This is an optimization exercise on Yosys and OpenROAD, whose aim is small area, a short achievable clock period and few clock cycles, not a production implementation. Function was checked by simulation only, so behaviour that the tests miss may differ from the original. Power and IR drop assume default switching activity.

Setup of wip/zinc:
Design frer_rec, start of the top module:
module frer_rec (
    input             clk,
    input             rst,
    input             in_valid,
    output reg        in_ready,
    input      [2:0]  in_op,
    input      [1:0]  in_flow,
    input             in_tagged,
    input      [15:0] in_seq,
    input      [31:0] in_now,
    input      [3:0]  in_addr,
    input      [31:0] in_data,
    output reg        out_valid,
    input             out_ready,
    output reg        out_pass,
    output reg [31:0] out_data
);
    localparam OP_FRAME  = 3'd0;
    localparam OP_SWEEP  = 3'd1;
    localparam OP_RRESET = 3'd2;
    localparam OP_PWRITE = 3'd3;
    localparam OP_READ   = 3'd4;
    localparam [2:0] V_PASS    = 3'd0;
    localparam [2:0] V_DUP     = 3'd1;
    localparam [2:0] V_ROGUE   = 3'd2;
    localparam [2:0] V_TL_PASS = 3'd3;
    localparam [2:0] V_TL_DROP = 3'd4;
    localparam [2:0] V_NO_FLOW = 3'd5;
    wire accept = in_valid && in_ready;
    function msb32(input [31:0] a, input [31:0] b, input [31:0] c, input cin, input cin2);
        reg [31:0] x, y, g, p, gn, pn;
        integer st, k;
        begin
            x = a ^ b ^ c;
            y = {(a[30:0] & b[30:0]) | (a[30:0] & c[30:0]) | (b[30:0] & c[30:0]), cin};
            g = x & y;
            p = x ^ y;
            g[0] = g[0] | (p[0] & cin2);
            for (st = 1; st < 32; st = st * 2) begin
                gn = g;
                pn = p;
                for (k = st; k < 32; k = k + 1) begin
                    gn[k] = g[k] | (p[k] & g[k-st]);
  ...
Size in the first run: roughly 11000 cells after synthesis, roughly 140000 µm² of cells after synthesis.
export LEC_CHECK = 0
export CAP_MARGIN = 20
export CORE_MARGIN = 2
export CORE_UTILIZATION = 40
export SLEW_MARGIN = 20
create_clock -name core_clock -period 15.0 [get_ports {clk}]
standard.sh (not shown) runs the stock make flow with config.mk's settings and CLKGATE_MAP_FILE= SYNTH_SCRIPT=/design/flow/synth_recipe.tcl, a recipe that flattens the netlist after the stock synthesis.
==> flow/flow/run.sh <==
#!/bin/bash
# The standard layout (standard.sh), with two changes passed to ORFS
# through the environment: timing repair aims for extra setup slack
# (flow/margin.txt, ns) and clock tree synthesis takes the options in
# flow/cts_args.txt. make's full output goes to make_finish.log; ORFS
# keeps each step's own log under orfs/logs.
set -euo pipefail
export SETUP_SLACK_MARGIN="$(cat flow/margin.txt)"
if [[ -s flow/cts_args.txt ]]; then
  export CTS_ARGS="$(cat flow/cts_args.txt)"
fi
bash standard.sh > make_finish.log 2>&1
==> flow/flow/cts_args.txt <==
-sink_clustering_enable -repair_clock_nets -dont_use_dummy_load -buf_list sky130_fd_sc_hd__clkbuf_8 -sink_clustering_size 14 -sink_clustering_max_diameter 60
==> flow/flow/margin.txt <==
10.4
wip/zinc went all the way through the flow, and no timing, DRC or antenna check failed.
Testbench counts of wip/zinc, summed over its fixed seeds: cycles 24,729.
[inputs] wip/pepper vs wip/zinc
diff --git a/flow/design.v b/flow/design.v
--- a/flow/design.v
+++ b/flow/design.v
@@ -635,17 +635,17 @@
             tok       <= 3'd0;
             in_ready  <= 1'b1;
         end else begin
             tok      <= tok_n;
             in_ready <= rdy_n;
             if (out_free) out_valid <= out_load;
             if (q_push) q_wr <= q_wr + 2'd1;
             if (q_pop)  q_rd <= q_rd + 2'd1;
             q_n <= out_ready ? qnR : qnN;
         end
         if (out_free && out_load) {out_pass, out_data} <= out_next;
-        if (v3 && q_wr == 2'd0) q0 <= res3;
-        if (v3 && q_wr == 2'd1) q1 <= res3;
-        if (v3 && q_wr == 2'd2) q2 <= res3;
-        if (v3 && q_wr == 2'd3) q3 <= res3;
+        if (q_push && q_wr == 2'd0) q0 <= res3;
+        if (q_push && q_wr == 2'd1) q1 <= res3;
+        if (q_push && q_wr == 2'd2) q2 <= res3;
+        if (q_push && q_wr == 2'd3) q3 <= res3;
     end
 endmodule
==> notes.md <==
- Run comparison: wip/pepper critical path class reg -> out; wip/zinc critical path class reg -> reg
- From wip/zinc to wip/pepper the numbers moved as follows: total power draw saw little to no change; net switching component of the power flat.
- wip/zinc → wip/pepper: worst voltage drop across the vdd grid shows an increase of 0.0020 mV; minimum clock period after layout shows a reduction of 0.14 ns; net count of the mapped netlist shows an increase of about 0.33%.
- wip/pepper vs. wip/zinc: number of core rows shows an increase of 0.45%; cell area moved up.
- Mean instance size in the synthesized netlist, wip/pepper and wip/zinc: smaller value in wip/zinc
- wip/pepper — share of the clock period used by the worst path after layout 0.95 points lower, wip/zinc as reference
Testbench counts of wip/pepper, summed over its fixed seeds: cycles 24,729.

afterwards: timing with drivers on the ports:
In the flow no input, the clock included, has a driving cell. The finished layouts below were timed again as built, in two steps. Step 1 (the two cells are an assumption about what drives the block):
set clk [get_ports {clk}]
set_driving_cell -lib_cell sky130_fd_sc_hd__clkbuf_16 $clk
set_driving_cell -lib_cell sky130_fd_sc_hd__buf_2 [delete_from_list [all_inputs] $clk]
Step 2 times the ports against the registers' clock, not the clock port: input delays grow and output delays shrink by t, the midpoint of the rising clock arrivals with the driver on. a / b / c = ideal ports / drivers / drivers and shift; a / b = the first two.
run	t (ns)	setup WS [ns]	clock arrival spread, ns
wip/zinc	1.143	10.111 / 10.051 / 10.111	0.166 / 0.166
wip/pepper	1.149	10.254 / 10.139 / 9.518	0.188 / 0.188
After both steps setup and hold are still met in every run listed. For wip/pepper, which loses most, drivers alone change the setup slack by -0.115 ns; drivers and shift together by -0.736 ns.
